Context: an optimization exercise on an open-source flow, tuned for small area. The choices shown serve that exercise and are no tape-out recipe.
Only simulation tests tie the RTL to the original design; equivalence was not proved.
Power figures rest on the tool's default switching activity, not on a simulated workload. The clock port is modelled as an ideal driver; clocking choices that lean on that would not hold on a real chip.

// almanac
module almanac (
    input  wire        clk,
    input  wire        rst_n,        
    input  wire        xtal_edge,    
    input  wire        lock,         
    input  wire        bus_wr,
    input  wire        bus_rd,
    input  wire [4:0]  bus_addr,     
    input  wire [31:0] bus_wdata,
    output reg  [31:0] bus_rdata,
    output reg         bus_rvalid,
    output wire [47:0] count_o,
    output wire        wake
);
    reg [47:0] count;
    reg [15:0] shadow;
    reg        shadow_v;         
    reg [15:0] cnt_hi_pend;
    reg [15:0] cnt_commit_hi;    
    reg [31:0] cnt_commit_lo;
    reg        cnt_commit_v;     
    reg        cnt_hi_dirty;     
    reg        write_pending;
    reg [7:0]  epoch;
    reg        wrapped;
    reg        power_lost;
    reg        locked;
    reg [10:0] trim;             
    reg [10:0] trim_act;         
    reg [19:0] cyc;              
    reg [19:0] acc;              
    reg [1:0]  ctrl_en;
    reg [15:0] al0_hi_pend, al1_hi_pend;
    reg [15:0] al0_stage_hi, al1_stage_hi;
    reg [31:0] al0_stage_lo, al1_stage_lo;
    reg        al0_stage_en, al1_stage_en;
    reg        al0_stage_v, al1_stage_v;    
    reg        al0_hi_dirty, al1_hi_dirty;  
    reg        al0_pending, al1_pending;
    reg [47:0] al0_value, al1_value;
  ...
==> flow/config.mk <==
export PLATFORM = sky130hd
export DESIGN_NAME = almanac
export DESIGN_NICKNAME = almanac
export VERILOG_FILES = /design/flow/design.v
export SDC_FILE = /design/flow/constraint.sdc
export NUM_CORES = 4
export LEC_CHECK = 0
export CAP_MARGIN = 20
export CORE_MARGIN = 2
export CORE_UTILIZATION = 70
export PLACE_DENSITY = 0.85
export SLEW_MARGIN = 20
==> flow/constraint.sdc <==
create_clock -name core_clock -period 14.0 [get_ports {clk}]
set_input_delay 2.8000 -clock core_clock [delete_from_list [all_inputs] [get_ports {clk}]]
set_output_delay 2.8000 -clock core_clock [all_outputs]
set_load 0.01 [all_outputs]
standard.sh (not shown) runs the stock make flow with config.mk's settings and CLKGATE_MAP_FILE= SYNTH_SCRIPT=/design/flow/synth_recipe.tcl, a recipe that flattens the netlist after the stock synthesis.
==> flow/flow/run.sh <==
#!/bin/bash
# The standard layout (standard.sh) with these changes:
#  - ABC maps for area: a copy of ORFS's scripts folder whose abc_speed.script
#    is replaced by flow/abc_area.script (nothing else in the copy changes)
#  - port buffers start as the smallest buffer (repair_design resizes them)
#  - clock tree without dummy balancing loads, clkbuf_16 sink buffers
set -euo pipefail
cp -r "$FLOW_HOME/scripts" ./orfs_scripts
cp flow/abc_area.script ./orfs_scripts/abc_speed.script
export SCRIPTS_DIR="$PWD/orfs_scripts"
export BUFFER_PORTS_ARGS="-buffer_cell sky130_fd_sc_hd__buf_1"
export CTS_ARGS="-sink_clustering_enable -repair_clock_nets -dont_use_dummy_load -buf_list sky130_fd_sc_hd__clkbuf_16 -sink_clustering_size 36 -sink_clustering_max_diameter 60"
bash standard.sh > standard_flow.log 2>&1
==> flow/flow/abc_area.script <==
strash
dch -f
map -a
strash
dch -f
map -a
strash
dch -f
map -a
topo
stime -c
dnsize -c
The baseline finished with timing, DRC and antenna clean.
Edit:
--- a/flow/flow/run.sh
+++ b/flow/flow/run.sh
@@ -11,3 +11,3 @@
 export BUFFER_PORTS_ARGS="-buffer_cell sky130_fd_sc_hd__buf_1"
-export CTS_ARGS="-sink_clustering_enable -repair_clock_nets -dont_use_dummy_load -buf_list sky130_fd_sc_hd__clkbuf_16 -sink_clustering_size 36 -sink_clustering_max_diameter 60"
+export CTS_ARGS="-sink_clustering_enable -repair_clock_nets -dont_use_dummy_load -buf_list sky130_fd_sc_hd__clkbuf_16 -sink_clustering_size 32 -sink_clustering_max_diameter 80"
 bash standard.sh > standard_flow.log 2>&1
CORE_UTILIZATION = 60   (was 70)
PLACE_DENSITY = 0.75   (was 0.85)
The changed run completed without violations.
First-iteration DRC count shrinks by 14%.
Routed wire length decreases by 0.43%.
Synthesized cell count does not change.
Design area stays flat.
Sequential cell count stays the same.

========
almanac again, from the RTL that the note above started with.
clock: 14.0 ns
lec_check: 0
cap_margin: 20
core_margin: 2
core_utilization: 70
place_density: 0.85
slew_margin: 20
==> flow/flow/run.sh <==
#!/bin/bash
# The standard layout (standard.sh) with these changes:
#  - ABC maps for area: a copy of ORFS's scripts folder whose abc_speed.script
#    is replaced by flow/abc_area.script (nothing else in the copy changes)
#  - port buffers start as the smallest buffer (repair_design resizes them)
#  - clock tree without dummy balancing loads, clkbuf_16 sink buffers
set -euo pipefail
cp -r "$FLOW_HOME/scripts" ./orfs_scripts
cp flow/abc_area.script ./orfs_scripts/abc_speed.script
export SCRIPTS_DIR="$PWD/orfs_scripts"
export BUFFER_PORTS_ARGS="-buffer_cell sky130_fd_sc_hd__buf_1"
export CTS_ARGS="-sink_clustering_enable -repair_clock_nets -dont_use_dummy_load -buf_list sky130_fd_sc_hd__clkbuf_16 -sink_clustering_size 32 -sink_clustering_max_diameter 80"
bash standard.sh > standard_flow.log 2>&1
Scripts as last shown in full above: flow/flow/abc_area.script
==> next run, changes <==
--- a/flow/flow/run.sh
+++ b/flow/flow/run.sh
@@ -10,4 +10,4 @@
 export SCRIPTS_DIR="$PWD/orfs_scripts"
 export BUFFER_PORTS_ARGS="-buffer_cell sky130_fd_sc_hd__buf_1"
-export CTS_ARGS="-sink_clustering_enable -repair_clock_nets -dont_use_dummy_load -buf_list sky130_fd_sc_hd__clkbuf_16 -sink_clustering_size 32 -sink_clustering_max_diameter 80"
+export CTS_ARGS="-sink_clustering_enable -repair_clock_nets -dont_use_dummy_load -buf_list sky130_fd_sc_hd__clkbuf_16 -sink_clustering_size 28 -sink_clustering_max_diameter 60"
 bash standard.sh > standard_flow.log 2>&1
--- a/flow/config.mk
+++ b/flow/config.mk
@@ -6,7 +6,7 @@
 export NUM_CORES = 4
 export LEC_CHECK = 0
-export CAP_MARGIN = 20
+export CAP_MARGIN = 10
 export CORE_MARGIN = 2
-export CORE_UTILIZATION = 70
-export PLACE_DENSITY = 0.85
-export SLEW_MARGIN = 20
+export CORE_UTILIZATION = 60
+export PLACE_DENSITY = 0.75
+export SLEW_MARGIN = 10
Die area rises by 16%.
Maximum frequency goes up by 0.70%.
Clock skew rose by 0.018 ns.
Total power is higher by 3.6%.
Global-route usage drops by 5.7 points.
==> next run, changes <==
==> flow/flow/run.sh (replaced) <==
#!/bin/bash
set -euo pipefail
export BUFFER_PORTS_ARGS="-buffer_cell sky130_fd_sc_hd__buf_1"
export CTS_ARGS="-sink_clustering_enable -repair_clock_nets -dont_use_dummy_load -buf_list sky130_fd_sc_hd__clkbuf_8 -sink_clustering_size 16 -sink_clustering_max_diameter 50"
bash standard.sh > standard_flow.log 2>&1
--- a/flow/config.mk
+++ b/flow/config.mk
@@ -6,7 +6,10 @@
 export NUM_CORES = 4
 export LEC_CHECK = 0
-export CAP_MARGIN = 10
+export CAP_MARGIN = 20
 export CORE_MARGIN = 2
-export CORE_UTILIZATION = 60
-export PLACE_DENSITY = 0.75
-export SLEW_MARGIN = 10
+export CORE_UTILIZATION = 40
+export CTS_BUF_LIST = sky130_fd_sc_hd__clkbuf_8
+export CTS_CLUSTER_DIAMETER = 50
+export CTS_CLUSTER_SIZE = 16
+export PLACE_DENSITY = 0.6
+export SLEW_MARGIN = 20
removed: flow/flow/abc_area.script
After rerunning: Clock power goes down by about 4%; worst setup slack improves by 1.4 ns; maximum frequency goes up by 13%; non-clock buffer count increases by 1; critical path depth went down by 6; count of clock-buffer cells in the layout rises by 36; clock skew went up by 0.014 ns; power came out lower by 0.74%; wire length goes up by 8.0%; sequential power stays flat.

## afterwards: timing with drivers on the ports
The flow's constraints put no driver on any port. The routed layouts listed below were extracted and timed again, unchanged, in two steps.
Step 1 sets driving cells, clkbuf_16 on the clock port and buf_2 on the other inputs (assumed; they add their load-dependent delay and slew).
Step 2 moves the port delays by t, midway between the first and last clock arrival at a register: inputs arrive t later, outputs are due t later. That takes back most of the time a late clock gives input paths.
Three values: ideal, step 1, step 2; two values: the first two.
| run | shift t [ns] | slack for setup (ns) | worst register clock-pin slew, ns | cell pins on the clock port's net |
|---|---|---|---|---|
| the first run of note 1 | 0.682 | 2.720 / 2.660 / 2.775 | 0.12 / 0.12 | 1 |
| the second run of note 1 | 0.660 | 2.419 / 2.419 / 2.419 | 0.12 / 0.12 | 1 |
| the first run of note 2 | 0.656 | 2.294 / 2.294 / 2.294 | 0.12 / 0.12 | 1 |
| the second run of note 2 | 0.698 | 2.375 / 2.375 / 2.375 | 0.11 / 0.11 | 1 |
| the third run of note 2 | 0.771 | 3.729 / 3.729 / 3.729 | 0.10 / 0.10 | 1 |
After both steps every run listed still meets setup and hold.
